This is an optimization exercise on Yosys and OpenROAD, whose aim is small area, a short achievable clock period and few clock cycles per item, not a production implementation. RTL that was checked went through simulation tests only; none was proved equivalent to the original. Only the layout flow was run in run 2; the RTL was not checked for function there.

**flow/flow/run.sh**
```bash
#!/bin/bash
# The standard layout (the standard.sh: ORFS synthesis to finish), with
# these changes in how it is made:
#  - the port buffers that global placement inserts on every input and
#    output are the smallest buffer (buf_1) instead of clkdlybuf4s50_1;
#  - clock tree synthesis inserts no dummy loads;
#  - after floorplanning, the flip-flops of the round state (st) and of
#    the round key (rk) get a
#    stronger drive (same cell type, dfxtp_1 -> dfxtp_4): they drive the
#    InvMixColumns network at the start of the critical loop.
# ORFS writes each step's full log under orfs/logs/; make's output goes to
# flow_*.log and the resizing step's to upsize.log, all in this folder.
set -euo pipefail
export BUFFER_PORTS_ARGS="-buffer_cell sky130_fd_sc_hd__buf_1"
export CTS_ARGS="-sink_clustering_enable -repair_clock_nets -dont_use_dummy_load"
bash standard.sh floorplan > flow_floorplan.log 2>&1
odb=orfs/results/$FLOW_PLATFORM/kw_unwrap/base/2_floorplan.odb
ODB=$odb openroad -no_init -exit flow/upsize.tcl > upsize.log 2>&1
bash standard.sh finish > flow_finish.log 2>&1
```
**flow/flow/upsize.tcl**
```tcl
# Give the state and round-key flip-flops st[*], rk[*] the 4x drive version
# of their cell.
read_db $::env(ODB)
set db [ord::get_db]
set block [[$db getChip] getBlock]
set n 0
foreach inst [$block getInsts] {
  set name [$inst getName]
  set m [[$inst getMaster] getName]
  if {([string first "st\\\[" $name] == 0 || [string first "rk\\\[" $name] == 0) && $m eq "sky130_fd_sc_hd__dfxtp_1"} {
    $inst swapMaster [$db findMaster sky130_fd_sc_hd__dfxtp_4]
    incr n
  }
}
puts "resized $n flip-flops"
write_db $::env(ODB)
```
**flow/standard.sh**
```bash
#!/bin/bash
# synth_recipe.tcl (not shown) runs the flow's synth.tcl, then flattens the netlist and writes it again
# the make line also repeats each setting of config.mk as NAME=value (left out here)
make -C /OpenROAD-flow-scripts/flow DESIGN_CONFIG=/design/flow/config.mk WORK_HOME=/design/flow/orfs CLKGATE_MAP_FILE= SYNTH_SCRIPT=/design/flow/synth_recipe.tcl "${@:-finish}"
```
**flow/config.mk**
```make
export PLATFORM = sky130hd
export DESIGN_NAME = kw_unwrap
export DESIGN_NICKNAME = kw_unwrap
export VERILOG_FILES = /design/flow/design.v
export SDC_FILE = /design/flow/constraint.sdc
export NUM_CORES = 8
export LEC_CHECK = 0
export CAP_MARGIN = 20
export CORE_MARGIN = 2
export CORE_UTILIZATION = 25
export SETUP_SLACK_MARGIN = 1.65
export SLEW_MARGIN = 20
export SYNTH_HIERARCHICAL = 1
```
**flow/constraint.sdc**
```tcl
create_clock -name core_clock -period 8.0 [get_ports {clk}]
set_input_delay 1.6000 -clock core_clock [delete_from_list [all_inputs] [get_ports {clk}]]
set_output_delay 1.6000 -clock core_clock [all_outputs]
set_load 0.01 [all_outputs]
```
**flow/design.v**
```verilog
module aes_sbox (
    input  wire [7:0] a,
    output wire [7:0] y
);
    wire t0, t1, t2, t3, t4, t5, t6, t7, t8, t9, t10, t11, t12, t13, t14, t15, t16, t17, t18, t19, t20, t21, t22, t23, t24, t25, t26, t27, t28, t29, t30, M1, M2, M3, M4, M5, M6, M7, M8, M9, M10, M11, M12, M13, M14, M15, M16, M17, M18, M19, M20, M21, M22, M23, M46, M47, M48, M49, M50, M51, M52, M53, M54, M55, M56, M57, M58, M59, M60, M61, M62, M63, b0, b1, b2, b3, b4, b5, b6, b7, b8, b9, b10, b11, b12, b13, b14, b15, b16, b17, b18, b19, b20, b21, b22, b23, b24, b25, b26, b27, b28, b29, b30, b31, b32, b33, b34, b35, b36, M37, M38, M39, M40, M41, M42, M43, M44, M45;
    sx2 g0 (.a(a[1]), .b(a[3]), .y(t0));
    sx2 g1 (.a(a[5]), .b(a[6]), .y(t1));
    sx2 g2 (.a(a[2]), .b(a[7]), .y(t2));
    sx2 g3 (.a(a[0]), .b(t1), .y(t3));
    sx2 g4 (.a(a[4]), .b(a[7]), .y(t4));
    sx2 g5 (.a(t0), .b(t4), .y(t5));
    sx2 g6 (.a(a[6]), .b(t0), .y(t6));
    sx2 g7 (.a(a[5]), .b(t2), .y(t7));
    sx2 g8 (.a(a[2]), .b(a[4]), .y(t8));
    sx2 g9 (.a(a[2]), .b(a[5]), .y(t9));
    sx2 g10 (.a(a[1]), .b(a[4]), .y(t10));
    sx2 g11 (.a(a[1]), .b(a[7]), .y(t11));
    sx2 g12 (.a(a[0]), .b(a[2]), .y(t12));
    sx2 g13 (.a(t2), .b(t10), .y(t13));
    sx2 g14 (.a(a[4]), .b(t2), .y(t14));
    sx2 g15 (.a(a[1]), .b(t2), .y(t15));
    sx2 g16 (.a(t1), .b(t8), .y(t16));
    sx2 g17 (.a(t0), .b(t9), .y(t17));
    sx2 g18 (.a(a[3]), .b(t7), .y(t18));
    sx2 g19 (.a(a[0]), .b(t5), .y(t19));
    sx2 g20 (.a(a[4]), .b(t7), .y(t20));
    sx2 g21 (.a(t1), .b(t5), .y(t21));
    sx2 g22 (.a(t3), .b(t15), .y(t22));
    sx2 g23 (.a(t6), .b(t14), .y(t23));
    sx2 g24 (.a(t0), .b(t7), .y(t24));
    sx2 g25 (.a(a[2]), .b(t6), .y(t25));
    sx2 g26 (.a(t0), .b(t16), .y(t26));
    sx2 g27 (.a(t6), .b(t12), .y(t27));
    sx2 g28 (.a(a[7]), .b(t3), .y(t28));
    sx2 g29 (.a(a[1]), .b(t3), .y(t29));
    sx2 g30 (.a(a[4]), .b(t3), .y(t30));
    snand2 g31 (.a(t13), .b(t5), .y(M1));
    snand2 g32 (.a(t22), .b(t19), .y(M2));
    sxn2 g33 (.a(t23), .b(M1), .y(M3));
    snand2 g34 (.a(t30), .b(a[0]), .y(M4));
    sx2 g35 (.a(M4), .b(M1), .y(M5));
    snand2 g36 (.a(t11), .b(t17), .y(M6));
    snand2 g37 (.a(t29), .b(t3), .y(M7));
    sxn2 g38 (.a(t18), .b(M6), .y(M8));
    snand2 g39 (.a(t28), .b(t27), .y(M9));
    sx2 g40 (.a(M9), .b(M6), .y(M10));
    snand2 g41 (.a(t4), .b(t25), .y(M11));
    snand2 g42 (.a(t8), .b(t20), .y(M12));
    sx2 g43 (.a(M12), .b(M11), .y(M13));
    snand2 g44 (.a(t2), .b(t21), .y(M14));
    sx2 g45 (.a(M14), .b(M11), .y(M15));
    sxn2 g46 (.a(M3), .b(M2), .y(M16));
    sx2 g47 (.a(M5), .b(t26), .y(M17));
    sxn2 g48 (.a(M8), .b(M7), .y(M18));
    sx2 g49 (.a(M10), .b(M15), .y(M19));
    sx2 g50 (.a(M16), .b(M13), .y(M20));
    sx2 g51 (.a(M17), .b(M15), .y(M21));
    sx2 g52 (.a(M18), .b(M13), .y(M22));
    sx2 g53 (.a(M19), .b(t24), .y(M23));
    gf16_inv_0000_000000000 u_inv (.d({M23, M22, M21, M20}), .m({M45, M44, M43, M42, M41, M40, M39, M38, M37}));
    snand2 g54 (.a(M44), .b(t5), .y(M46));
    snand2 g55 (.a(M40), .b(t19), .y(M47));
    snand2 g56 (.a(M39), .b(a[0]), .y(M48));
    snand2 g57 (.a(M43), .b(t17), .y(M49));
    snand2 g58 (.a(M38), .b(t3), .y(M50));
    snand2 g59 (.a(M37), .b(t27), .y(M51));
    snand2 g60 (.a(M42), .b(t25), .y(M52));
    snand2 g61 (.a(M45), .b(t20), .y(M53));
    snand2 g62 (.a(M41), .b(t21), .y(M54));
    snand2 g63 (.a(M44), .b(t13), .y(M55));
    snand2 g64 (.a(M40), .b(t22), .y(M56));
    snand2 g65 (.a(M39), .b(t30), .y(M57));
    snand2 g66 (.a(M43), .b(t11), .y(M58));
    snand2 g67 (.a(M38), .b(t29), .y(M59));
    snand2 g68 (.a(M37), .b(t28), .y(M60));
    snand2 g69 (.a(M42), .b(t4), .y(M61));
    snand2 g70 (.a(M45), .b(t8), .y(M62));
    snand2 g71 (.a(M41), .b(t2), .y(M63));
    sx2 g72 (.a(M56), .b(M61), .y(b0));
    sxn2 g73 (.a(M62), .b(b0), .y(b1));
    sx2 g74 (.a(M46), .b(M49), .y(b2));
    sx2 g75 (.a(M54), .b(M58), .y(b3));
    sx2 g76 (.a(M50), .b(M53), .y(b4));
    sx2 g77 (.a(M48), .b(M60), .y(b5));
    sx2 g78 (.a(M51), .b(M59), .y(b6));
    sx2 g79 (.a(M47), .b(M50), .y(b7));
    sxn2 g80 (.a(M55), .b(b7), .y(b8));
    sx2 g81 (.a(M46), .b(M52), .y(b9));
    sxn2 g82 (.a(M61), .b(b6), .y(b10));
    sxn2 g83 (.a(M62), .b(b10), .y(b11));
    sx2 g84 (.a(b3), .b(b5), .y(b12));
    sxn2 g85 (.a(M55), .b(b1), .y(b13));
    sx2 g86 (.a(M48), .b(M51), .y(b14));
    sx2 g87 (.a(M61), .b(M63), .y(b15));
    sx2 g88 (.a(M48), .b(M58), .y(b16));
    sx2 g89 (.a(M49), .b(M52), .y(b17));
    sxn2 g90 (.a(M57), .b(b2), .y(b18));
    sx2 g91 (.a(M47), .b(M53), .y(b19));
    sx2 g92 (.a(b2), .b(b8), .y(b20));
    sx2 g93 (.a(b8), .b(b14), .y(b21));
    sx2 g94 (.a(b9), .b(b15), .y(b22));
    sx2 g95 (.a(b2), .b(b16), .y(b23));
    sxn2 g96 (.a(b12), .b(b22), .y(b24));
    sxn2 g97 (.a(b11), .b(b23), .y(b25));
    sx2 g98 (.a(b1), .b(b21), .y(b26));
    sx2 g99 (.a(b4), .b(b17), .y(b27));
    sx2 g100 (.a(b1), .b(b12), .y(b28));
    sx2 g101 (.a(b4), .b(b11), .y(b29));
    sx2 g102 (.a(b9), .b(b19), .y(b30));
    sx2 g103 (.a(b1), .b(b20), .y(b31));
    sx2 g104 (.a(b4), .b(b18), .y(b32));
    sxn2 g105 (.a(b13), .b(b30), .y(b33));
    sx2 g106 (.a(b28), .b(b32), .y(b34));
    sxn2 g107 (.a(b3), .b(b29), .y(b35));
    sx2 g108 (.a(b13), .b(b27), .y(b36));
    assign y[7] = b36;
    assign y[6] = b33;
    assign y[5] = b24;
    assign y[4] = b31;
    assign y[3] = b26;
    assign y[2] = b34;
    assign y[1] = b35;
    assign y[0] = b25;
endmodule
module sx2 (input wire a, input wire b, output wire y);
    assign y = a ^ b;
endmodule
module sxn2 (input wire a, input wire b, output wire y);
    assign y = ~(a ^ b);
endmodule
module snand2 (input wire a, input wire b, output wire y);
    assign y = ~(a & b);
endmodule
module snor2 (input wire a, input wire b, output wire y);
    assign y = ~(a | b);
endmodule
module skx (input wire a, input wire g, input wire s, output wire y);
    assign y = a ^ (g & s);
endmodule
module gf16_inv_0000_000000000 (
    input  wire [3:0] d,
    output wire [8:0] m
);
    assign m[0] = (d[0] & d[1]) | (d[1] & ~d[3]) | (d[0] & ~d[2] & d[3]) | (d[0] & d[2] & ~d[3]);
    assign m[1] = (d[1] & d[2]) | (~d[0] & d[1]) | (d[0] & d[2] & d[3]) | (d[0] & ~d[1] & ~d[2] & ~d[3]);
    assign m[2] = (~d[1] & d[3]) | (d[2] & d[3]) | (~d[0] & d[1] & d[2]) | (d[0] & ~d[1] & d[2]);
    assign m[3] = (~d[2] & d[3]) | (d[0] & d[3]) | (d[0] & d[1] & d[2]) | (~d[0] & ~d[1] & d[2] & ~d[3]);
    assign m[4] = (~d[0] & d[1] & ~d[3]) | (~d[1] & ~d[2] & d[3]) | (~d[0] & d[1] & d[2]) | (d[0] & ~d[1] & ~d[2]) | (d[0] & ~d[2] & d[3]) | (~d[0] & d[2] & ~d[3]);
    assign m[5] = (d[0] & d[1] & ~d[2]) | (~d[1] & d[2] & d[3]) | (~d[0] & ~d[1] & d[3]) | (d[0] & d[1] & ~d[3]) | (d[1] & ~d[2] & ~d[3]) | (~d[0] & d[2] & d[3]);
    assign m[6] = (d[0] & ~d[1]) | (d[0] & ~d[2]) | (~d[0] & d[1] & d[3]);
    assign m[7] = (~d[0] & d[2]) | (d[2] & ~d[3]) | (d[1] & ~d[2] & d[3]);
    assign m[8] = (~d[1] & d[2] & d[3]) | (d[0] & d[1] & ~d[3]) | (d[0] & ~d[1] & ~d[2]) | (~d[0] & d[2] & ~d[3]);
endmodule
module gf16_inv_0000_111110011 (
    input  wire [3:0] d,
    output wire [8:0] m
);
    assign m[0] = (~d[0] & ~d[1]) | (~d[0] & d[3]) | (~d[1] & ~d[2] & ~d[3]) | (~d[1] & d[2] & d[3]);
    assign m[1] = (~d[0] & ~d[1]) | (d[0] & d[1] & ~d[2]) | (~d[1] & ~d[2] & d[3]) | (~d[1] & d[2] & ~d[3]);
    assign m[2] = (d[1] & ~d[2]) | (~d[2] & ~d[3]) | (~d[0] & ~d[1] & ~d[3]) | (d[0] & d[1] & ~d[3]);
    assign m[3] = (~d[2] & ~d[3]) | (~d[0] & d[1] & ~d[3]) | (~d[0] & d[2] & d[3]) | (d[0] & ~d[1] & ~d[3]);
    assign m[4] = (d[0] & d[2]) | (~d[1] & d[2] & d[3]) | (d[0] & d[1] & ~d[3]) | (~d[0] & d[1] & ~d[2] & d[3]) | (~d[0] & ~d[1] & ~d[2] & ~d[3]);
    assign m[5] = (d[0] & d[1] & ~d[2]) | (~d[1] & d[2] & d[3]) | (~d[0] & ~d[1] & d[3]) | (d[0] & d[1] & ~d[3]) | (d[1] & ~d[2] & ~d[3]) | (~d[0] & d[2] & d[3]);
    assign m[6] = (d[0] & ~d[1]) | (d[0] & ~d[2]) | (~d[0] & d[1] & d[3]);
    assign m[7] = (~d[2] & ~d[3]) | (~d[1] & ~d[2]) | (d[0] & d[2] & d[3]);
    assign m[8] = (d[1] & d[3]) | (~d[0] & ~d[2]) | (d[0] & ~d[1] & d[2] & ~d[3]);
endmodule
module aes_inv_sbox (
    input  wire [7:0] a,
    output wire [7:0] y
);
    wire t0, t1, t2, t3, t4, t5, t6, t7, t8, t9, t10, t11, t12, t13, t14, t15, t16, t17, t18, t19, t20, t21, t22, t23, t24, t25, t26, t27, t28, t29, M1, M2, M3, M4, M5, M6, M7, M8, M9, M10, M11, M12, M13, M14, M15, M16, M17, M18, M19, M20, M21, M22, M23, M46, M47, M48, M49, M50, M51, M52, M53, M54, M55, M56, M57, M58, M59, M60, M61, M62, M63, b0, b1, b2, b3, b4, b5, b6, b7, b8, b9, b10, b11, b12, b13, b14, b15, b16, b17, b18, b19, b20, b21, b22, b23, b24, b25, b26, b27, b28, b29, b30, b31, b32, b33, b34, b35, b36, b37, b38, b39, M37, M38, M39, M40, M41, M42, M43, M44, M45;
    sx2 g0 (.a(a[4]), .b(a[6]), .y(t0));
    sx2 g1 (.a(a[0]), .b(a[1]), .y(t1));
    sx2 g2 (.a(a[3]), .b(a[4]), .y(t2));
    sx2 g3 (.a(a[3]), .b(a[6]), .y(t3));
    sx2 g4 (.a(a[2]), .b(a[7]), .y(t4));
    sx2 g5 (.a(t0), .b(t1), .y(t5));
    sx2 g6 (.a(a[6]), .b(a[7]), .y(t6));
    sx2 g7 (.a(a[7]), .b(t0), .y(t7));
    sx2 g8 (.a(t1), .b(t3), .y(t8));
    sx2 g9 (.a(a[0]), .b(a[7]), .y(t9));
    sx2 g10 (.a(a[1]), .b(a[2]), .y(t10));
    sx2 g11 (.a(a[0]), .b(a[5]), .y(t11));
    sx2 g12 (.a(a[0]), .b(a[3]), .y(t12));
    sx2 g13 (.a(a[1]), .b(a[5]), .y(t13));
    sx2 g14 (.a(a[2]), .b(a[5]), .y(t14));
    sxn2 g15 (.a(a[4]), .b(a[7]), .y(t15));
    sx2 g16 (.a(a[5]), .b(t4), .y(t16));
    sx2 g17 (.a(t1), .b(t2), .y(t17));
    sx2 g18 (.a(t1), .b(t6), .y(t18));
    sxn2 g19 (.a(t3), .b(t9), .y(t19));
    sx2 g20 (.a(t2), .b(t10), .y(t20));
    sx2 g21 (.a(a[5]), .b(t2), .y(t21));
    sx2 g22 (.a(a[0]), .b(t2), .y(t22));
    sx2 g23 (.a(t0), .b(t11), .y(t23));
    sxn2 g24 (.a(t3), .b(t13), .y(t24));
    sxn2 g25 (.a(t0), .b(t14), .y(t25));
    sxn2 g26 (.a(t4), .b(t5), .y(t26));
    sx2 g27 (.a(t4), .b(t8), .y(t27));
    sxn2 g28 (.a(a[5]), .b(t5), .y(t28));
    sx2 g29 (.a(a[3]), .b(t7), .y(t29));
    snor2 g30 (.a(t18), .b(t25), .y(M1));
    snor2 g31 (.a(t15), .b(t7), .y(M2));
    sxn2 g32 (.a(t27), .b(M1), .y(M3));
    snor2 g33 (.a(t5), .b(t16), .y(M4));
    sx2 g34 (.a(M4), .b(M1), .y(M5));
    snand2 g35 (.a(t17), .b(t24), .y(M6));
    snor2 g36 (.a(t0), .b(t22), .y(M7));
    sx2 g37 (.a(t23), .b(M6), .y(M8));
    snor2 g38 (.a(t8), .b(t28), .y(M9));
    sxn2 g39 (.a(M9), .b(M6), .y(M10));
    snand2 g40 (.a(t2), .b(t26), .y(M11));
    snor2 g41 (.a(t29), .b(t20), .y(M12));
    sxn2 g42 (.a(M12), .b(M11), .y(M13));
    snor2 g43 (.a(t6), .b(t19), .y(M14));
    sxn2 g44 (.a(M14), .b(M11), .y(M15));
    sx2 g45 (.a(M3), .b(M2), .y(M16));
    sxn2 g46 (.a(M5), .b(t12), .y(M17));
    sx2 g47 (.a(M8), .b(M7), .y(M18));
    sx2 g48 (.a(M10), .b(M15), .y(M19));
    sx2 g49 (.a(M16), .b(M13), .y(M20));
    sx2 g50 (.a(M17), .b(M15), .y(M21));
    sx2 g51 (.a(M18), .b(M13), .y(M22));
    sxn2 g52 (.a(M19), .b(t21), .y(M23));
    gf16_inv_0000_111110011 u_inv (.d({M23, M22, M21, M20}), .m({M45, M44, M43, M42, M41, M40, M39, M38, M37}));
    snor2 g53 (.a(M44), .b(t25), .y(M46));
    snor2 g54 (.a(M40), .b(t7), .y(M47));
    snor2 g55 (.a(M39), .b(t16), .y(M48));
    snand2 g56 (.a(M43), .b(t24), .y(M49));
    snor2 g57 (.a(M38), .b(t22), .y(M50));
    snor2 g58 (.a(M37), .b(t28), .y(M51));
    snand2 g59 (.a(M42), .b(t26), .y(M52));
    snor2 g60 (.a(M45), .b(t20), .y(M53));
    snor2 g61 (.a(M41), .b(t19), .y(M54));
    snor2 g62 (.a(M44), .b(t18), .y(M55));
    snor2 g63 (.a(M40), .b(t15), .y(M56));
    snor2 g64 (.a(M39), .b(t5), .y(M57));
    snand2 g65 (.a(M43), .b(t17), .y(M58));
    snor2 g66 (.a(M38), .b(t0), .y(M59));
    snor2 g67 (.a(M37), .b(t8), .y(M60));
    snand2 g68 (.a(M42), .b(t2), .y(M61));
    snor2 g69 (.a(M45), .b(t29), .y(M62));
    snor2 g70 (.a(M41), .b(t6), .y(M63));
    sx2 g71 (.a(M52), .b(M61), .y(b0));
    sx2 g72 (.a(M50), .b(b0), .y(b1));
    sxn2 g73 (.a(M54), .b(M58), .y(b2));
    sx2 g74 (.a(M62), .b(b2), .y(b3));
    sx2 g75 (.a(M59), .b(b1), .y(b4));
    sx2 g76 (.a(M48), .b(M56), .y(b5));
    sx2 g77 (.a(M47), .b(M60), .y(b6));
    sx2 g78 (.a(b5), .b(b6), .y(b7));
    sx2 g79 (.a(M57), .b(M63), .y(b8));
    sx2 g80 (.a(M46), .b(M51), .y(b9));
    sxn2 g81 (.a(M49), .b(b7), .y(b10));
    sx2 g82 (.a(M51), .b(M59), .y(b11));
    sx2 g83 (.a(M48), .b(M59), .y(b12));
    sx2 g84 (.a(M55), .b(M63), .y(b13));
    sx2 g85 (.a(M49), .b(M58), .y(b14));
    sxn2 g86 (.a(M58), .b(b5), .y(b15));
    sxn2 g87 (.a(M49), .b(b11), .y(b16));
    sxn2 g88 (.a(M55), .b(M61), .y(b17));
    sx2 g89 (.a(M46), .b(b12), .y(b18));
    sx2 g90 (.a(b8), .b(b15), .y(b19));
    sx2 g91 (.a(M47), .b(b9), .y(b20));
    sx2 g92 (.a(M53), .b(b14), .y(b21));
    sx2 g93 (.a(b0), .b(b16), .y(b22));
    sx2 g94 (.a(b0), .b(b18), .y(b23));
    sx2 g95 (.a(M53), .b(b9), .y(b24));
    sx2 g96 (.a(M54), .b(b13), .y(b25));
    sx2 g97 (.a(b8), .b(b17), .y(b26));
    sx2 g98 (.a(M57), .b(b3), .y(b27));
    sx2 g99 (.a(b10), .b(b25), .y(b28));
    sx2 g100 (.a(M62), .b(b21), .y(b29));
    sx2 g101 (.a(b1), .b(b10), .y(b30));
    sx2 g102 (.a(b19), .b(b24), .y(b31));
    sx2 g103 (.a(b3), .b(b22), .y(b32));
    sx2 g104 (.a(b3), .b(b20), .y(b33));
    sx2 g105 (.a(b3), .b(b23), .y(b34));
    sx2 g106 (.a(b4), .b(b28), .y(b35));
    sx2 g107 (.a(b4), .b(b31), .y(b36));
    sx2 g108 (.a(b4), .b(b33), .y(b37));
    sx2 g109 (.a(b4), .b(b29), .y(b38));
    sx2 g110 (.a(b27), .b(b30), .y(b39));
    assign y[7] = b32;
    assign y[6] = b35;
    assign y[5] = b39;
    assign y[4] = b34;
    assign y[3] = b36;
    assign y[2] = b37;
    assign y[1] = b38;
    assign y[0] = b26;
endmodule
module aes_inv_mixcol (
    input  wire [31:0] c,
    output wire [31:0] y
);
    wire m0, m1, m2, m3, m4, m5, m6, m7, m8, m9, m10, m11, m12, m13, m14, m15, m16, m17, m18, m19, m20, m21, m22, m23, m24, m25, m26, m27, m28, m29, m30, m31, m32, m33, m34, m35, m36, m37, m38, m39, m40, m41, m42, m43, m44, m45, m46, m47, m48, m49, m50, m51, m52, m53, m54, m55, m56, m57, m58, m59, m60, m61, m62, m63, m64, m65, m66, m67, m68, m69, m70, m71, m72, m73, m74, m75, m76, m77, m78, m79, m80, m81, m82, m83, m84, m85, m86, m87, m88, m89, m90, m91, m92, m93, m94, m95, m96, m97, m98, m99, m100, m101, m102, m103, m104, m105, m106, m107, m108, m109, m110, m111, m112, m113, m114, m115, m116, m117, m118, m119, m120, m121, m122, m123, m124, m125, m126, m127, m128, m129, m130, m131, m132, m133, m134, m135, m136, m137, m138, m139, m140, m141, m142, m143, m144, m145, m146, m147, m148, m149, m150, m151, m152, m153, m154, m155, m156, m157, m158, m159, m160, m161, m162, m163, m164, m165, m166, m167, m168, m169, m170, m171, m172, m173, m174, m175;
    sx2 x0 (.a(c[5]), .b(c[21]), .y(m0));
    sx2 x1 (.a(c[13]), .b(c[29]), .y(m1));
    sx2 x2 (.a(c[6]), .b(c[22]), .y(m2));
    sx2 x3 (.a(c[14]), .b(c[30]), .y(m3));
    sx2 x4 (.a(m0), .b(m1), .y(m4));
    sx2 x5 (.a(c[15]), .b(c[31]), .y(m5));
    sx2 x6 (.a(c[23]), .b(c[27]), .y(m6));
    sx2 x7 (.a(c[7]), .b(c[11]), .y(m7));
    sx2 x8 (.a(c[18]), .b(m3), .y(m8));
    sx2 x9 (.a(c[26]), .b(m2), .y(m9));
    sx2 x10 (.a(c[8]), .b(m4), .y(m10));
    sx2 x11 (.a(c[4]), .b(c[20]), .y(m11));
    sx2 x12 (.a(c[0]), .b(c[16]), .y(m12));
    sx2 x13 (.a(c[1]), .b(c[17]), .y(m13));
    sx2 x14 (.a(c[3]), .b(c[19]), .y(m14));
    sx2 x15 (.a(c[9]), .b(c[25]), .y(m15));
    sx2 x16 (.a(c[12]), .b(c[28]), .y(m16));
    sx2 x17 (.a(c[2]), .b(c[10]), .y(m17));
    sx2 x18 (.a(m6), .b(m7), .y(m18));
    sx2 x19 (.a(m5), .b(m14), .y(m19));
    sx2 x20 (.a(m8), .b(m9), .y(m20));
    sx2 x21 (.a(c[23]), .b(c[24]), .y(m21));
    sx2 x22 (.a(c[24]), .b(m12), .y(m22));
    sx2 x23 (.a(m4), .b(m15), .y(m23));
    sx2 x24 (.a(c[15]), .b(m13), .y(m24));
    sx2 x25 (.a(m11), .b(m16), .y(m25));
    sx2 x26 (.a(m18), .b(m19), .y(m26));
    sx2 x27 (.a(m17), .b(m20), .y(m27));
    sx2 x28 (.a(m10), .b(m22), .y(m28));
    sx2 x29 (.a(c[7]), .b(c[31]), .y(m29));
    sx2 x30 (.a(c[3]), .b(c[31]), .y(m30));
    sx2 x31 (.a(c[7]), .b(c[15]), .y(m31));
    sx2 x32 (.a(m2), .b(m21), .y(m32));
    sx2 x33 (.a(c[31]), .b(m3), .y(m33));
    sx2 x34 (.a(m13), .b(m30), .y(m34));
    sx2 x35 (.a(c[19]), .b(m24), .y(m35));
    sx2 x36 (.a(c[23]), .b(m25), .y(m36));
    sx2 x37 (.a(c[7]), .b(c[8]), .y(m37));
    sx2 x38 (.a(m3), .b(m11), .y(m38));
    sx2 x39 (.a(c[10]), .b(m11), .y(m39));
    sx2 x40 (.a(m14), .b(m15), .y(m40));
    sx2 x41 (.a(m2), .b(m29), .y(m41));
    sx2 x42 (.a(c[2]), .b(m16), .y(m42));
    sx2 x43 (.a(m2), .b(m16), .y(m43));
    sx2 x44 (.a(m3), .b(m31), .y(m44));
    sx2 x45 (.a(m5), .b(m12), .y(m45));
    sx2 x46 (.a(m0), .b(m5), .y(m46));
    sx2 x47 (.a(c[17]), .b(m17), .y(m47));
    sx2 x48 (.a(m0), .b(m18), .y(m48));
    sx2 x49 (.a(m8), .b(m42), .y(m49));
    sx2 x50 (.a(m1), .b(m19), .y(m50));
    sx2 x51 (.a(m7), .b(m34), .y(m51));
    sx2 x52 (.a(m9), .b(m39), .y(m52));
    sx2 x53 (.a(m23), .b(m52), .y(m53));
    sx2 x54 (.a(m23), .b(m49), .y(m54));
    sx2 x55 (.a(c[5]), .b(c[12]), .y(m55));
    sx2 x56 (.a(c[14]), .b(c[21]), .y(m56));
    sx2 x57 (.a(c[13]), .b(c[28]), .y(m57));
    sx2 x58 (.a(c[6]), .b(c[30]), .y(m58));
    sx2 x59 (.a(c[6]), .b(c[21]), .y(m59));
    sx2 x60 (.a(c[1]), .b(c[9]), .y(m60));
    sx2 x61 (.a(c[12]), .b(c[29]), .y(m61));
    sx2 x62 (.a(c[21]), .b(c[28]), .y(m62));
    sx2 x63 (.a(c[15]), .b(c[26]), .y(m63));
    sx2 x64 (.a(c[5]), .b(c[29]), .y(m64));
    sx2 x65 (.a(c[10]), .b(c[25]), .y(m65));
    sx2 x66 (.a(c[7]), .b(c[14]), .y(m66));
    sx2 x67 (.a(c[22]), .b(c[30]), .y(m67));
    sx2 x68 (.a(c[13]), .b(c[30]), .y(m68));
    sx2 x69 (.a(c[16]), .b(c[24]), .y(m69));
    sx2 x70 (.a(c[10]), .b(c[18]), .y(m70));
    sx2 x71 (.a(c[0]), .b(c[25]), .y(m71));
    sx2 x72 (.a(c[6]), .b(c[14]), .y(m72));
    sx2 x73 (.a(c[0]), .b(c[15]), .y(m73));
    sx2 x74 (.a(c[2]), .b(c[11]), .y(m74));
    sx2 x75 (.a(c[1]), .b(c[16]), .y(m75));
    sx2 x76 (.a(c[0]), .b(c[17]), .y(m76));
    sx2 x77 (.a(c[9]), .b(c[16]), .y(m77));
    sx2 x78 (.a(c[27]), .b(m2), .y(m78));
    sx2 x79 (.a(m21), .b(m37), .y(m79));
    sx2 x80 (.a(c[22]), .b(m66), .y(m80));
    sx2 x81 (.a(c[12]), .b(m6), .y(m81));
    sx2 x82 (.a(c[25]), .b(m37), .y(m82));
    sx2 x83 (.a(m1), .b(m67), .y(m83));
    sx2 x84 (.a(c[20]), .b(m6), .y(m84));
    sx2 x85 (.a(c[20]), .b(m55), .y(m85));
    sx2 x86 (.a(m6), .b(m17), .y(m86));
    sx2 x87 (.a(m1), .b(m29), .y(m87));
    sx2 x88 (.a(c[4]), .b(m62), .y(m88));
    sx2 x89 (.a(c[2]), .b(m60), .y(m89));
    sx2 x90 (.a(c[23]), .b(m12), .y(m90));
    sx2 x91 (.a(c[20]), .b(m57), .y(m91));
    sx2 x92 (.a(c[13]), .b(m59), .y(m92));
    sx2 x93 (.a(c[4]), .b(m61), .y(m93));
    sx2 x94 (.a(c[22]), .b(m64), .y(m94));
    sx2 x95 (.a(c[29]), .b(m56), .y(m95));
    sx2 x96 (.a(m13), .b(m71), .y(m96));
    sx2 x97 (.a(c[5]), .b(m68), .y(m97));
    sx2 x98 (.a(c[9]), .b(m3), .y(m98));
    sx2 x99 (.a(m15), .b(m75), .y(m99));
    sx2 x100 (.a(m21), .b(m76), .y(m100));
    sx2 x101 (.a(c[4]), .b(m7), .y(m101));
    sx2 x102 (.a(m7), .b(m63), .y(m102));
    sx2 x103 (.a(m6), .b(m74), .y(m103));
    sx2 x104 (.a(c[1]), .b(m65), .y(m104));
    sx2 x105 (.a(m8), .b(m102), .y(m105));
    sx2 x106 (.a(m8), .b(m47), .y(m106));
    sx2 x107 (.a(m79), .b(m89), .y(m107));
    sx2 x108 (.a(m33), .b(m40), .y(m108));
    sx2 x109 (.a(m38), .b(m94), .y(m109));
    sx2 x110 (.a(m32), .b(m73), .y(m110));
    sx2 x111 (.a(m41), .b(m69), .y(m111));
    sx2 x112 (.a(m4), .b(m24), .y(m112));
    sx2 x113 (.a(m4), .b(m22), .y(m113));
    sx2 x114 (.a(m9), .b(m45), .y(m114));
    sx2 x115 (.a(m33), .b(m90), .y(m115));
    sx2 x116 (.a(m31), .b(m83), .y(m116));
    sx2 x117 (.a(m47), .b(m98), .y(m117));
    sx2 x118 (.a(m70), .b(m78), .y(m118));
    sx2 x119 (.a(m38), .b(m92), .y(m119));
    sx2 x120 (.a(m33), .b(m100), .y(m120));
    sx2 x121 (.a(m41), .b(m96), .y(m121));
    sx2 x122 (.a(m32), .b(m82), .y(m122));
    sx2 x123 (.a(m43), .b(m95), .y(m123));
    sx2 x124 (.a(m46), .b(m80), .y(m124));
    sx2 x125 (.a(m43), .b(m97), .y(m125));
    sx2 x126 (.a(m32), .b(m77), .y(m126));
    sx2 x127 (.a(m46), .b(m58), .y(m127));
    sx2 x128 (.a(m72), .b(m87), .y(m128));
    sx2 x129 (.a(m45), .b(m104), .y(m129));
    sx2 x130 (.a(m44), .b(m99), .y(m130));
    sx2 x131 (.a(m34), .b(m84), .y(m131));
    sx2 x132 (.a(m9), .b(m103), .y(m132));
    sx2 x133 (.a(m23), .b(m120), .y(m133));
    sx2 x134 (.a(m36), .b(m127), .y(m134));
    sx2 x135 (.a(m114), .b(m117), .y(m135));
    sx2 x136 (.a(m36), .b(m128), .y(m136));
    sx2 x137 (.a(m35), .b(m81), .y(m137));
    sx2 x138 (.a(m26), .b(m109), .y(m138));
    sx2 x139 (.a(m25), .b(m124), .y(m139));
    sx2 x140 (.a(m20), .b(m129), .y(m140));
    sx2 x141 (.a(m50), .b(m85), .y(m141));
    sx2 x142 (.a(m10), .b(m121), .y(m142));
    sx2 x143 (.a(m35), .b(m132), .y(m143));
    sx2 x144 (.a(m48), .b(m93), .y(m144));
    sx2 x145 (.a(m10), .b(m110), .y(m145));
    sx2 x146 (.a(m86), .b(m108), .y(m146));
    sx2 x147 (.a(m10), .b(m111), .y(m147));
    sx2 x148 (.a(c[28]), .b(m51), .y(m148));
    sx2 x149 (.a(m50), .b(m88), .y(m149));
    sx2 x150 (.a(m10), .b(m130), .y(m150));
    sx2 x151 (.a(m112), .b(m126), .y(m151));
    sx2 x152 (.a(m40), .b(m105), .y(m152));
    sx2 x153 (.a(m20), .b(m107), .y(m153));
    sx2 x154 (.a(m51), .b(m118), .y(m154));
    sx2 x155 (.a(m26), .b(m119), .y(m155));
    sx2 x156 (.a(m36), .b(m116), .y(m156));
    sx2 x157 (.a(m26), .b(m125), .y(m157));
    sx2 x158 (.a(m35), .b(m101), .y(m158));
    sx2 x159 (.a(m48), .b(m91), .y(m159));
    sx2 x160 (.a(m106), .b(m122), .y(m160));
    sx2 x161 (.a(m10), .b(m115), .y(m161));
    sx2 x162 (.a(m44), .b(m113), .y(m162));
    sx2 x163 (.a(m26), .b(m123), .y(m163));
    sx2 x164 (.a(m28), .b(m152), .y(m164));
    sx2 x165 (.a(m28), .b(m154), .y(m165));
    sx2 x166 (.a(m27), .b(m149), .y(m166));
    sx2 x167 (.a(m53), .b(m148), .y(m167));
    sx2 x168 (.a(m53), .b(m137), .y(m168));
    sx2 x169 (.a(m27), .b(m141), .y(m169));
    sx2 x170 (.a(m27), .b(m159), .y(m170));
    sx2 x171 (.a(m27), .b(m144), .y(m171));
    sx2 x172 (.a(m28), .b(m143), .y(m172));
    sx2 x173 (.a(m54), .b(m158), .y(m173));
    sx2 x174 (.a(m54), .b(m131), .y(m174));
    sx2 x175 (.a(m28), .b(m146), .y(m175));
    assign y[0] = m147;
    assign y[1] = m133;
    assign y[2] = m140;
    assign y[3] = m172;
    assign y[4] = m174;
    assign y[5] = m166;
    assign y[6] = m138;
    assign y[7] = m134;
    assign y[8] = m162;
    assign y[9] = m142;
    assign y[10] = m153;
    assign y[11] = m175;
    assign y[12] = m167;
    assign y[13] = m171;
    assign y[14] = m157;
    assign y[15] = m136;
    assign y[16] = m145;
    assign y[17] = m150;
    assign y[18] = m135;
    assign y[19] = m165;
    assign y[20] = m173;
    assign y[21] = m169;
    assign y[22] = m155;
    assign y[23] = m139;
    assign y[24] = m161;
    assign y[25] = m151;
    assign y[26] = m160;
    assign y[27] = m164;
    assign y[28] = m168;
    assign y[29] = m170;
    assign y[30] = m163;
    assign y[31] = m156;
endmodule
module kw_unwrap (
    input  wire         clk,
    input  wire         rst,       
    input  wire         start,     
    input  wire [127:0] kek,       
    input  wire [191:0] wrapped,   
    output wire         busy,
    output wire         done,      
    output wire         ok,        
    output wire [127:0] key        
);
    localparam [63:0] KW_IV = 64'hA6A6A6A6A6A6A6A6;
    reg         busy_r;
    reg         done_r;
    reg         kexp;     
    reg         first;    
    reg         step12;   
    reg [3:0]   rnd;      
    reg [3:0]   t;        
    reg [127:0] st;       
    reg [63:0]  ro;       
    reg [127:0] rk;       
    reg [127:0] kl;       
    wire accept = start && !busy_r;
    genvar gb, gc, gr;
    wire last   = !kexp && (rnd == 4'd0);
    assign busy = busy_r;
    assign done = done_r;
    assign ok   = (st[127:64] == KW_IV);
    assign key  = {st[63:0], ro};
    wire [31:0]  w0 = rk[127:96];
    wire [31:0]  w1 = rk[95:64];
    wire [31:0]  w2 = rk[63:32];
    wire [31:0]  w3 = rk[31:0];
    wire [31:0]  v3 = w3 ^ w2;    
    wire [31:0]  v2 = w2 ^ w1;
    wire [31:0]  v1 = w1 ^ w0;
    wire [31:0]  rot = {v3[23:0], v3[31:24]};
    wire [31:0]  sw_out;
    generate
        for (gb = 0; gb < 4; gb = gb + 1) begin : g_sbox
            aes_sbox u_sbox (.a(rot[8*gb +: 8]), .y(sw_out[8*gb +: 8]));
        end
    endgenerate
    wire [9:0]   rd = {rnd == 4'd9, rnd == 4'd8, rnd == 4'd7, rnd == 4'd6, rnd == 4'd5,
                       rnd == 4'd4, rnd == 4'd3, rnd == 4'd2, rnd == 4'd1, rnd == 4'd0};
    wire [7:0]   rcon = {rd[7], rd[6], rd[5] | rd[9], rd[4] | rd[8] | rd[9],
                         rd[3] | rd[8], rd[2] | rd[9], rd[1] | rd[8] | rd[9], rd[0] | rd[8]};
    wire [31:0]  temp = sw_out ^ {rcon, 24'h000000};
    wire [31:0]  n0 = w0 ^ temp;
    wire         fin = kexp && (rnd == 4'd9);    
    wire [31:0]  n2 = v2 ^ n0;
    wire [127:0] key_step = {n0, v1 ^ (temp & {32{kexp}}), v2 ^ (n0 & {32{kexp}}),
                             v3 ^ (n2 & {32{fin}})};
    wire [127:0] key_prev = {n0, v1, v2, v3};
    wire [127:0] blk = (step12 ? {kl[127:64] ^ 64'd12, kl[63:0]}
                               : {st[127:64] ^ {60'd0, t}, ro}) ^ rk;
    wire [127:0] imc;
    generate
        for (gc = 0; gc < 4; gc = gc + 1) begin : g_imc
            aes_inv_mixcol u_imc (.c(st[32*gc +: 32]), .y(imc[32*gc +: 32]));
        end
    endgenerate
    wire [127:0] x = first ? blk : imc;
    wire [127:0] isr;
    generate
        for (gc = 0; gc < 4; gc = gc + 1) begin : g_col
            for (gr = 0; gr < 4; gr = gr + 1) begin : g_row
                assign isr[127 - 8*(gr + 4*((gc + gr) % 4)) -: 8] =
                       x[127 - 8*(gr + 4*gc) -: 8];
            end
        end
    endgenerate
    wire [127:0] isb;
    generate
        for (gb = 0; gb < 16; gb = gb + 1) begin : g_isbox
            aes_inv_sbox u_isbox (.a(isr[8*gb +: 8]), .y(isb[8*gb +: 8]));
        end
    endgenerate
    wire [127:0] ark = isb ^ key_prev;
    always @(posedge clk) begin
        if (rst) begin
            busy_r <= 1'b0;
            done_r <= 1'b0;
            kexp   <= 1'b0;
            first  <= 1'b0;
            step12 <= 1'b0;
        end else begin
            done_r <= 1'b0;
            if (accept) begin
                busy_r <= 1'b1;
                kexp   <= 1'b1;
                first  <= 1'b0;
                step12 <= 1'b1;
                rnd    <= 4'd0;
                t      <= 4'd12;
            end else if (busy_r) begin
                if (kexp) begin
                    if (rnd == 4'd9) begin
                        kexp  <= 1'b0;
                        first <= 1'b1;
                    end else begin
                        rnd <= rnd + 4'd1;
                    end
                end else begin
                    first <= (rnd == 4'd0) && (t != 4'd1);
                    if (rnd == 4'd0) begin
                        rnd    <= 4'd9;
                        t      <= t - 4'd1;
                        step12 <= 1'b0;
                        if (t == 4'd1) begin
                            busy_r <= 1'b0;
                            done_r <= 1'b1;
                        end
                    end else begin
                        rnd <= rnd - 4'd1;
                    end
                end
            end
        end
    end
    always @(posedge clk) begin
        if (accept)
            rk <= {kek[127:32], kek[63:32] ^ kek[31:0]};
        else if (last)
            rk <= kl;
        else
            rk <= key_step;
    end
    always @(posedge clk) begin
        if (accept)
            kl <= {wrapped[191:128], wrapped[63:0]};
        else if (first && step12)
            kl <= rk;
    end
    always @(posedge clk) begin
        st <= ark;
        if (accept)
            ro <= wrapped[127:64];
        else if (first && !step12)
            ro <= st[63:0];
    end
endmodule
```
==> results of run 1 <==
-- Yosys stat by module (local to each module, per instance) --
module | cells inside | flops+latches
gf16_inv_0000_000000000 | 37 | 0
sxn2 | 1 | 0
aes_sbox | 8 | 0
snand2 | 1 | 0
kw_unwrap | 2718 | 461
sx2 | 1 | 0
gf16_inv_0000_111110011 | 36 | 0
aes_inv_sbox | 8 | 0
snor2 | 1 | 0
aes_inv_mixcol | 32 | 0
-- state kept, by name, indices dropped and copies added (netlist names) --
register and flops:
first 1, done_r 1, step12 1, busy_r 1
rk 128, ro 64, st 128, kl 128
kexp 1, t 4, rnd 4
-- metal layers --
metal / share of wire / track usage / vias up
met4: 0.069 / 0.118 / 38
met1: 0.41 / 0.258 / 22700
met2: 0.45 / 0.328 / 1754
met3: 0.069 / 0.0389 / 485
met5: 0.0010 / 0 / -
li1: - / - / 21341
-- synth_stat cells, types with 8 or more instances --
cell type  number  share of area
a311oi_1       11         0.0017
nand2b_1       57         0.0065
a31oi_1        29         0.0033
o221ai_1       17         0.0027
a211oi_2       21         0.0048
a21boi_0       23         0.0031
nor2b_1        40         0.0045
nand3b_1       38         0.0052
mux2i_1       131          0.024
buf_4         424          0.058
nor2_1        505          0.034
o311ai_1       20         0.0032
inv_1          40         0.0027
xnor2_1       759           0.12
a21boi_1       17         0.0023
a21o_1         27         0.0037
o22ai_1        31         0.0035
a21oi_1       239          0.022
a211oi_1       35         0.0048
o21ai_0        67         0.0061
xor2_1       2103           0.33
o31ai_1        16         0.0022
edfxtp_1      200           0.11
and3_1         25         0.0028
o21ai_1        37         0.0034
buf_6           8         0.0016
buf_1          28         0.0019
or2_1          16         0.0018
nor2b_2        16         0.0025
o21a_1         17         0.0023
o21ai_2        16         0.0025
mux2_2        126          0.026
nor3_1         10        0.00091
buf_2          22         0.0020
nor3b_1        19         0.0026
nand2_1       954          0.065
dfxtp_1       261          0.095
clkbuf_1      105         0.0071
nand3_1        26         0.0024
o311ai_0       24         0.0038
-- critical path: stages (launching register included) --
cell and delay, ns:
dfxtp_4 0.44, xor2_2 0.32, xor2_1 0.26, xor2_1 0.29, xor2_2 0.26, xor2_2 0.32, mux2_2 0.30, xor2_1 0.15
buf_4 0.18, xor2_2 0.25, xnor2_1 0.19, nand2_1 0.19, xnor2_2 0.26, xor2_1 0.19, xnor2_1 0.08, buf_4 0.19
nand2b_1 0.23, o31ai_1 0.23, a21oi_1 0.09, nor2_1 0.24, xor2_1 0.20, xor2_1 0.26, xnor2_2 0.14, xor2_1 0.19
xor2_1 0.18, xnor2_1 0.35
-- cells in the final DEF (no fill, tap or decap), types with 18 or more instances in the layout --
| cell type | instances |
|---|---|
| xnor2_2 | 81 |
| edfxtp_1 | 200 |
| dfxtp_4 | 259 |
| and3_1 | 24 |
| a211oi_1 | 35 |
| nand3b_1 | 38 |
| nor3b_1 | 19 |
| o21ai_0 | 66 |
| o22ai_1 | 30 |
| xnor2_1 | 661 |
| nor2b_1 | 39 |
| a21oi_1 | 237 |
| o311ai_0 | 18 |
| a31oi_1 | 29 |
| clkbuf_16 | 60 |
| o21ai_1 | 37 |
| xor2_1 | 1797 |
| a21o_1 | 27 |
| a21boi_0 | 23 |
| nand2_1 | 950 |
| nor2_1 | 493 |
| xor2_4 | 71 |
| a211oi_2 | 21 |
| nand3_1 | 26 |
| mux2i_1 | 131 |
| inv_1 | 34 |
| mux2_2 | 116 |
| nand2b_1 | 53 |
| xor2_2 | 236 |
| buf_1 | 453 |
| buf_4 | 279 |
-- path summary, 6_finish.rpt --
kind / depth (start not counted) / start / to
worst max-delay path: 25 / st[124] / st[85]
worst min-delay path: 2 / kl[31] / rk[31]
worst max register to register: 25 / st[124] / st[85]
worst min register to register: 2 / kl[31] / rk[31]
-- repair_timing --
action / in CTS / in global routing
hold buffers: 0 / 0
resized for setup: 214 / 333
pin swaps: 28 / 94
setup buffers: 41 / 99
endpoints found under the setup margin: 200 / 159
-- through the flow --
| stage | instance area [sq um] |
|---|---|
| CTS | 62300 |
| floorplan | 55200 |
| finish | 65700 |
| global route | 65600 |
| global placement | 58800 |
| detailed placement | 58800 |
-- final cells by class --
cell class | instances | area, sq um
Sequential cell | 461 | 12200
Clock buffer | 60 | 1500
Multi-Input combinational cell | 5558 | 44100
Fill cell | 23116 | 154000
Antenna cell | 4 | 10.0
Tap cell | 2871 | 3590
Timing Repair Buffer | 745 | 4050
Inverter | 40 | 158
-- cell families (layout without fill, tap and decap cells) --
family          after synthesis  count (layout)  share of synthesized area
xor+xnor                   2867            2867                      0.456
simple gates               1744            1744                      0.134
buf+inv                     627             845                     0.0731
flops                       461             461                      0.204
fa+ha+maj                     7               7                    0.00159
mux                         257             257                     0.0495
other cells                   0               4                          0
compound gates              683             683                     0.0812
==> out/qor.csv, run 1 <==
metric;value;unit
top_reg_cell synth;dfxtp_1;
Vias/cell;4.76;
Root Buffer;clkbuf_16;
sequential share of the synthesized area;0.204;
asr flop ratio synth;0;
Syn Inst Count;6646;
relative slew slack;0.234;
worst slew pin tran;1.14;ns
mean post-synth cell area;8.30;sq um
Fin Clk Skew;0.0930;ns
Required @ worst endpoint;8.52;ns
TritonRoute pass-1 iters;6;
final worst path period share;0.779;
H-tree levels;2;
Final min period;6.23;ns
Area growth, synth to finish;19.0;%
grt total ovfl;0;
YS warnings;7;
worst-path fanout max;13;
hpwl dp;198000;microns
Netlist Area Pre-Place;0.0552;sq mm
synth unique cells;71;
TritonCTS clock tree;done;
Starting Density;0.251;
Worst Path Class, Setup;flop to flop;
CP Launch Type;flop;
largest net degree at the start of global routing;132;
PnR worst setup slack;1.77;ns
antenna-violating nets left;0;
non-filler cells, final;9739;
clock buffer depth;3;
Routed WL;242000;microns
first-pass GRT wire length;333000;microns
per-cell routed wire length;24.9;microns
setup_tns;0;ns
Layout Utilization;0.299;
routability congestion estimate from global placement;0.997;
later-pin clock latency in the skew report;0.72;ns
Vias;46318;
share of layout cells above drive strength 1;0.184;
vias in the first global route;45322;
syn_nets;6976;
num rows;172;
die height;474;microns
max-slew violations;0;
CTS Buf Count;60;
status;complete, no violations;
Core Box Area;0.220;sq mm
Die W;474;microns
Top Ports;454;
Hold Vio Cnt, Final;0;
worst slack, placed;0.302;ns
area of the die;0.224;sq mm
initial antenna violation count;26;
flop-to-flop setup slack;1.77;ns
Setup crit end kind;flop;
IO Port Bufs;453;
post-synthesis register bit count;461;
WP data arrival;6.75;ns
drt drc;0;
max-cap violation count;0;
worst hold slack;0.504;ns
DR iter-0 viols;3975;
# clock sinks;461;
highest clock rate;160;MHz
min-delay worst type;flop to flop;
RSZ-0062 raised after global routing;yes;
Net count, final;7196;
Tot GR Track Use;0.206;
Clk pin slew, worst setup/hold paths;0.07;ns
Post-synth EDFFs;200;
final setup vio count;0;
Placed Cells;9534;
Testbench counts, summed over its fixed seeds: cycles 67,072, items 512.
==> run 2: changes to the inputs <==
--- a/flow/design.v
+++ b/flow/design.v
@@ -4,3 +4,3 @@
 );
-    wire t0, t1, t2, t3, t4, t5, t6, t7, t8, t9, t10, t11, t12, t13, t14, t15, t16, t17, t18, t19, t20, t21, t22, t23, t24, t25, t26, t27, t28, t29, t30, M1, M2, M3, M4, M5, M6, M7, M8, M9, M10, M11, M12, M13, M14, M15, M16, M17, M18, M19, M20, M21, M22, M23, M46, M47, M48, M49, M50, M51, M52, M53, M54, M55, M56, M57, M58, M59, M60, M61, M62, M63, b0, b1, b2, b3, b4, b5, b6, b7, b8, b9, b10, b11, b12, b13, b14, b15, b16, b17, b18, b19, b20, b21, b22, b23, b24, b25, b26, b27, b28, b29, b30, b31, b32, b33, b34, b35, b36, M37, M38, M39, M40, M41, M42, M43, M44, M45;
+    wire t0, t1, t2, t3, t4, t5, t6, t7, t8, t9, t10, t11, t12, t13, t14, t15, t16, t17, t18, t19, t20, t21, t22, t23, t24, t25, t26, t27, t28, t29, t30, M1, M2, M3, M4, M5, M6, M7, M8, M9, M10, M11, M12, M13, M14, M15, M16, M17, M18, M19, M20, M21, M22, M23, M46, M47, M48, M49, M50, M51, M52, M53, M54, M55, M56, M57, M58, M59, M60, M61, M62, M63, b0, b1, b2, b3, b4, b5, b6, b7, b8, b9, b10, b11, b12, b13, b14, b15, b16, b17, b18, b19, b20, b21, b22, b23, b24, b25, b26, b27, b28, b29, b30, b31, b32, b33, b34, b35, b36, M37, M38, M39, M40, M41, M42, M43, M44, M45, M20b, M21b, M22b, M23b;
     sx2 g0 (.a(a[1]), .b(a[3]), .y(t0));
@@ -56,6 +56,10 @@
     sx2 g50 (.a(M16), .b(M13), .y(M20));
+    sx2 g50b (.a(M16), .b(M13), .y(M20b));
     sx2 g51 (.a(M17), .b(M15), .y(M21));
+    sx2 g51b (.a(M17), .b(M15), .y(M21b));
     sx2 g52 (.a(M18), .b(M13), .y(M22));
+    sx2 g52b (.a(M18), .b(M13), .y(M22b));
     sx2 g53 (.a(M19), .b(t24), .y(M23));
-    gf16_inv_0000_000000000 u_inv (.d({M23, M22, M21, M20}), .m({M45, M44, M43, M42, M41, M40, M39, M38, M37}));
+    sx2 g53b (.a(M19), .b(t24), .y(M23b));
+    gf16_inv_0000_000000000_2 u_inv (.d({M23, M22, M21, M20}), .e({M23b, M22b, M21b, M20b}), .m({M45, M44, M43, M42, M41, M40, M39, M38, M37}));
     snand2 g54 (.a(M44), .b(t5), .y(M46));
@@ -139,4 +143,5 @@
 endmodule
-module gf16_inv_0000_000000000 (
+module gf16_inv_0000_000000000_2 (
     input  wire [3:0] d,
+    input  wire [3:0] e,    
     output wire [8:0] m
@@ -148,9 +153,10 @@
     assign m[4] = (~d[0] & d[1] & ~d[3]) | (~d[1] & ~d[2] & d[3]) | (~d[0] & d[1] & d[2]) | (d[0] & ~d[1] & ~d[2]) | (d[0] & ~d[2] & d[3]) | (~d[0] & d[2] & ~d[3]);
-    assign m[5] = (d[0] & d[1] & ~d[2]) | (~d[1] & d[2] & d[3]) | (~d[0] & ~d[1] & d[3]) | (d[0] & d[1] & ~d[3]) | (d[1] & ~d[2] & ~d[3]) | (~d[0] & d[2] & d[3]);
-    assign m[6] = (d[0] & ~d[1]) | (d[0] & ~d[2]) | (~d[0] & d[1] & d[3]);
-    assign m[7] = (~d[0] & d[2]) | (d[2] & ~d[3]) | (d[1] & ~d[2] & d[3]);
-    assign m[8] = (~d[1] & d[2] & d[3]) | (d[0] & d[1] & ~d[3]) | (d[0] & ~d[1] & ~d[2]) | (~d[0] & d[2] & ~d[3]);
+    assign m[5] = (e[0] & e[1] & ~e[2]) | (~e[1] & e[2] & e[3]) | (~e[0] & ~e[1] & e[3]) | (e[0] & e[1] & ~e[3]) | (e[1] & ~e[2] & ~e[3]) | (~e[0] & e[2] & e[3]);
+    assign m[6] = (e[0] & ~e[1]) | (e[0] & ~e[2]) | (~e[0] & e[1] & e[3]);
+    assign m[7] = (~e[0] & e[2]) | (e[2] & ~e[3]) | (e[1] & ~e[2] & e[3]);
+    assign m[8] = (~e[1] & e[2] & e[3]) | (e[0] & e[1] & ~e[3]) | (e[0] & ~e[1] & ~e[2]) | (~e[0] & e[2] & ~e[3]);
 endmodule
-module gf16_inv_0000_111110011 (
+module gf16_inv_0000_111110011_2 (
     input  wire [3:0] d,
+    input  wire [3:0] e,    
     output wire [8:0] m
@@ -162,6 +168,6 @@
     assign m[4] = (d[0] & d[2]) | (~d[1] & d[2] & d[3]) | (d[0] & d[1] & ~d[3]) | (~d[0] & d[1] & ~d[2] & d[3]) | (~d[0] & ~d[1] & ~d[2] & ~d[3]);
-    assign m[5] = (d[0] & d[1] & ~d[2]) | (~d[1] & d[2] & d[3]) | (~d[0] & ~d[1] & d[3]) | (d[0] & d[1] & ~d[3]) | (d[1] & ~d[2] & ~d[3]) | (~d[0] & d[2] & d[3]);
-    assign m[6] = (d[0] & ~d[1]) | (d[0] & ~d[2]) | (~d[0] & d[1] & d[3]);
-    assign m[7] = (~d[2] & ~d[3]) | (~d[1] & ~d[2]) | (d[0] & d[2] & d[3]);
-    assign m[8] = (d[1] & d[3]) | (~d[0] & ~d[2]) | (d[0] & ~d[1] & d[2] & ~d[3]);
+    assign m[5] = (e[0] & e[1] & ~e[2]) | (~e[1] & e[2] & e[3]) | (~e[0] & ~e[1] & e[3]) | (e[0] & e[1] & ~e[3]) | (e[1] & ~e[2] & ~e[3]) | (~e[0] & e[2] & e[3]);
+    assign m[6] = (e[0] & ~e[1]) | (e[0] & ~e[2]) | (~e[0] & e[1] & e[3]);
+    assign m[7] = (~e[2] & ~e[3]) | (~e[1] & ~e[2]) | (e[0] & e[2] & e[3]);
+    assign m[8] = (e[1] & e[3]) | (~e[0] & ~e[2]) | (e[0] & ~e[1] & e[2] & ~e[3]);
 endmodule
@@ -171,3 +177,3 @@
 );
-    wire t0, t1, t2, t3, t4, t5, t6, t7, t8, t9, t10, t11, t12, t13, t14, t15, t16, t17, t18, t19, t20, t21, t22, t23, t24, t25, t26, t27, t28, t29, M1, M2, M3, M4, M5, M6, M7, M8, M9, M10, M11, M12, M13, M14, M15, M16, M17, M18, M19, M20, M21, M22, M23, M46, M47, M48, M49, M50, M51, M52, M53, M54, M55, M56, M57, M58, M59, M60, M61, M62, M63, b0, b1, b2, b3, b4, b5, b6, b7, b8, b9, b10, b11, b12, b13, b14, b15, b16, b17, b18, b19, b20, b21, b22, b23, b24, b25, b26, b27, b28, b29, b30, b31, b32, b33, b34, b35, b36, b37, b38, b39, M37, M38, M39, M40, M41, M42, M43, M44, M45;
+    wire t0, t1, t2, t3, t4, t5, t6, t7, t8, t9, t10, t11, t12, t13, t14, t15, t16, t17, t18, t19, t20, t21, t22, t23, t24, t25, t26, t27, t28, t29, M1, M2, M3, M4, M5, M6, M7, M8, M9, M10, M11, M12, M13, M14, M15, M16, M17, M18, M19, M20, M21, M22, M23, M46, M47, M48, M49, M50, M51, M52, M53, M54, M55, M56, M57, M58, M59, M60, M61, M62, M63, b0, b1, b2, b3, b4, b5, b6, b7, b8, b9, b10, b11, b12, b13, b14, b15, b16, b17, b18, b19, b20, b21, b22, b23, b24, b25, b26, b27, b28, b29, b30, b31, b32, b33, b34, b35, b36, b37, b38, b39, M37, M38, M39, M40, M41, M42, M43, M44, M45, M20b, M21b, M22b, M23b;
     sx2 g0 (.a(a[4]), .b(a[6]), .y(t0));
@@ -222,6 +228,10 @@
     sx2 g49 (.a(M16), .b(M13), .y(M20));
+    sx2 g49b (.a(M16), .b(M13), .y(M20b));
     sx2 g50 (.a(M17), .b(M15), .y(M21));
+    sx2 g50b (.a(M17), .b(M15), .y(M21b));
     sx2 g51 (.a(M18), .b(M13), .y(M22));
+    sx2 g51b (.a(M18), .b(M13), .y(M22b));
     sxn2 g52 (.a(M19), .b(t21), .y(M23));
-    gf16_inv_0000_111110011 u_inv (.d({M23, M22, M21, M20}), .m({M45, M44, M43, M42, M41, M40, M39, M38, M37}));
+    sxn2 g52b (.a(M19), .b(t21), .y(M23b));
+    gf16_inv_0000_111110011_2 u_inv (.d({M23, M22, M21, M20}), .e({M23b, M22b, M21b, M20b}), .m({M45, M44, M43, M42, M41, M40, M39, M38, M37}));
     snor2 g53 (.a(M44), .b(t25), .y(M46));
--- a/flow/flow/run.sh
+++ b/flow/flow/run.sh
@@ -6,4 +6,3 @@
 #  - clock tree synthesis inserts no dummy loads;
-#  - after floorplanning, the flip-flops of the round state (st) and of
-#    the round key (rk) get a
+#  - after floorplanning, the flip-flops of the round state (st) get a
 #    stronger drive (same cell type, dfxtp_1 -> dfxtp_4): they drive the
==> flow/flow/upsize.tcl (replaced) <==
# Give the state flip-flops st[*] the 4x drive version of their cell.
read_db $::env(ODB)
set db [ord::get_db]
set block [[$db getChip] getBlock]
set n 0
foreach inst [$block getInsts] {
  set name [$inst getName]
  set m [[$inst getMaster] getName]
  if {[string first "st\\\[" $name] == 0 && $m eq "sky130_fd_sc_hd__dfxtp_1"} {
    $inst swapMaster [$db findMaster sky130_fd_sc_hd__dfxtp_4]
    incr n
  }
}
puts "resized $n flip-flops"
write_db $::env(ODB)
--- a/flow/config.mk
+++ b/flow/config.mk
@@ -9,3 +9,3 @@
 export CORE_MARGIN = 2
-export CORE_UTILIZATION = 25
+export CORE_UTILIZATION = 24
 export SETUP_SLACK_MARGIN = 1.65
==> run 2 against run 1 <==
Still clean. Highest routed layer unchanged. Global-route usage fell by 1.7 points. Maximum frequency fell by 0.75%. Largest cell class unchanged. Flip-flop and latch count did not move. Final area rose by 1.4%. Clock skew fell by 0.0017 ns. Routed wire length fell by 2.3%. Synthesized area rose by 0.83%. Die area rose by 5.0%. First-iteration DRC count fell by 1.3%. Register-to-register slack got worse by 0.05 ns.
==> out/qor.csv, run 2 <==
metric;value;unit
later-pin clock latency in the skew report;0.73;ns
worst r2r src;st[14];
# clock sinks;461;
post-synthesis mux area share;0.0491;
Vias/cell;4.64;
Hold Vio Cnt, Final;0;
Fin Clk Skew;0.0912;ns
# hold bufs at CTS;0;
area of the die;0.236;sq mm
Starting Density;0.242;
worst-path fanout max;6;
PnR worst setup slack;1.72;ns
IO Port Bufs;453;
sequential share of the synthesized area;0.202;
drt drc;0;
initial antenna violation count;41;
TritonCTS clock tree;done;
Die W;485;microns
num rows;176;
Core Box Area;0.230;sq mm
Net count, final;7254;
largest net degree at the start of global routing;170;
Worst Path Class, Setup;flop to flop;
most common cell after layout, fill and taps aside;xor2_1;
Netlist Area Pre-Place;0.0556;sq mm
DR iter-0 viols;3924;
share of the synthesized area in the top cell type;0.344;
clock buffer depth;3;
hold path startpoint;kl[25];
max-cap violation count;0;
die height;485;microns
Routed WL;237000;microns
grt total ovfl;0;
Setup crit end kind;flop;
Compound-Gate Fraction of Synth Area;0.0740;
Post-Synth Simple-Gate Area;0.135;
top-count cell post-synth;xor2_1;
antenna-violating nets left;0;
YS warnings;7;
per-cell routed wire length;23.8;microns
vias in the first global route;43197;
RSZ-0062 raised after global routing;yes;
hpwl dp;192000;microns
Synth Area in XOR/XNOR;0.468;
top post-synthesis cells by area;xor2_1 (34%), xnor2_1 (12%), edfxtp_1 (11%), dfxtp_1 (9.4%), nand2_1 (7.0%);
mean post-synth cell area;8.22;sq um
Syn Inst Count;6770;
WHS Endpoint;rk[25];
Required @ worst endpoint;8.54;ns
final setup vio count;0;
H-tree levels;2;
asr flop ratio synth;0;
top_reg_cell synth;dfxtp_1;
status;complete, no violations;
Yosys top cell by area;xor2_1;
synth unique cells;64;
share of layout cells above drive strength 1;0.161;
worst hold path stage count;2;
setup_tns;0;ns
CTS Buf Count;58;
flop-to-flop setup slack;1.72;ns
post-synthesis register bit count;461;
Tot GR Track Use;0.189;
relative slew slack;0.228;
worst hold slack;0.519;ns
worst slew pin tran;1.15;ns
Vias;46219;
Area growth, synth to finish;19.7;%
first-pass GRT wire length;321000;microns
Largest regs;kl x128, rk x128, st x128;
main combinational cell family by area after synthesis;XOR/XNOR gates;
max-slew violations;0;
commonest cells in the netlist;xor2_1 (2183), nand2_1 (1030), xnor2_1 (779);
final worst path period share;0.785;
worst slack, placed;0.755;ns
Final min period;6.28;ns
min-delay worst type;flop to flop;
WP data arrival;6.82;ns
routability congestion estimate from global placement;0.989;
Post-Synth Adder-Cell Area;0.00157;
most frequent cells in the layout;xor2_1 (1770), nand2_1 (1020), xnor2_1 (665), nor2_1 (520), buf_1 (453);
CP Launch Type;flop;
highest clock rate;159;MHz
syn_nets;7100;
TritonRoute pass-1 iters;5;
Post-synth EDFFs;200;
Root Buffer;clkbuf_16;
worst r2r dst;st[37];
reg2reg path depth;24;
Top Ports;454;
Clk pin slew, worst setup/hold paths;0.06;ns
-- run 2: Yosys stat by module (local to each module, per instance) --
module | times used | cell area [sq um] | cells inside | flip-flops and latches
sx2 | 2112 | 8.76 | 1 | 0
snor2 | 336 | 3.75 | 1 | 0
gf16_inv_0000_111110011_2 | 16 | 226 | 39 | 0
snand2 | 204 | 3.75 | 1 | 0
kw_unwrap | 1 | 25500 | 2718 | 461
aes_inv_mixcol | 4 | 240 | 32 | 0
aes_inv_sbox | 16 | 60.1 | 8 | 0
gf16_inv_0000_000000000_2 | 4 | 208 | 36 | 0
aes_sbox | 4 | 60.1 | 8 | 0
sxn2 | 344 | 8.76 | 1 | 0
-- run 2: what timing repair did --
| item | CTS | global route |
|---|---|---|
| setup endpoints to repair | 179 | 176 |
| pin swaps | 17 | 82 |
| gates cloned | 0 | 1 |
| buffers inserted | 13 | 73 |
| resized for setup | 257 | 425 |
| hold endpoints to repair | 0 | 0 |
-- run 2: metal layers --
layer	GRT usage	up-vias	part of all wire	wire (microns)
met1	0.244	22430	0.41	98000
li1	-	21457	-	-
met3	0.0330	476	0.073	17300
met5	0	-	0.00063	149
met4	0.108	22	0.068	16100
met2	0.296	1834	0.44	105000
-- run 2: through the flow --
step	cells	utilization	area, sq um
global route	9956	0.289	66500
finish	9959	0.289	66600
CTS	9874	0.271	62500
floorplan	6770	-	55600
global placement	9803	0.256	58900
detailed placement	9803	0.256	58900
-- run 2: critical path, stage by stage (launching register included) --
cell,delay [ns]
dfxtp_4,0.50
xor2_1,0.29
buf_4,0.23
xor2_1,0.27
xor2_1,0.24
xor2_1,0.37
mux2_2,0.37
xor2_4,0.31
xor2_2,0.27
xnor2_1,0.21
nand2_2,0.21
xnor2_4,0.21
xor2_2,0.23
xnor2_2,0.34
buf_4,0.21
a21oi_1,0.05
nor2_1,0.10
a21oi_1,0.07
nor2_1,0.26
xor2_1,0.29
xor2_1,0.14
xnor2_1,0.31
xor2_1,0.20
xor2_1,0.22
xnor2_1,0.18
-- run 2: cells by family after synthesis --
family                   Yosys count
buffers and inverters            623
AND/OR/NAND/NOR                 1796
adder cells (fa/ha/maj)            7
flip-flops                       461
multiplexers                     257
AO/OA/AOI/OAI                    659
XOR/XNOR                        2967
-- run 2: layout make-up --
class | count | area [sq um]
fillers | 24287 | 164000
clock buffers | 58 | 1450
flip-flops and latches | 461 | 11700
diodes | 11 | 27.5
well taps | 3026 | 3790
inverters | 64 | 240
multi-input cells | 5687 | 46000
repair buffers | 652 | 3340
-- run 2: worst max path at each step --
stage           start  endpoint  cells past startpoint
5_1_grt        rk[28]     rk[7]                     23
4_1_cts        st[94]   st[101]                     23
3_5_place_dp   st[61]    st[69]                     21
6_report       st[14]    st[37]                     24
2_1_floorplan  st[93]   st[102]                     24
3_3_place_gp   rk[41]    rk[18]                     23

==> port drivers added, routing unchanged <==
The results above use ideal ports. As a check the final layouts listed here were re-extracted and re-timed, cells and wires unchanged. Step 1 assumes that a clkbuf_16 drives the clock port and a buf_2 every other input. Step 2 moves the port delays by t, midway between the first and last clock arrival at a register: inputs arrive t later, outputs are due t later. That takes back most of the time a late clock gives input paths. Slacks: no drivers / after step 1 / after step 2; pairs: no drivers / after step 1.
run | t (ns) | slack for setup (ns) | worst hold slack (ns) | latest minus earliest clock arrival (ns)
run 1 | 0.750 | 1.769 / 1.769 / 1.769 | 0.504 / 0.504 / 0.504 | 0.104 / 0.105
run 2 | 0.752 | 1.722 / 1.722 / 1.722 | 0.519 / 0.519 / 0.519 | 0.091 / 0.091
After both steps every run listed still meets setup and hold.
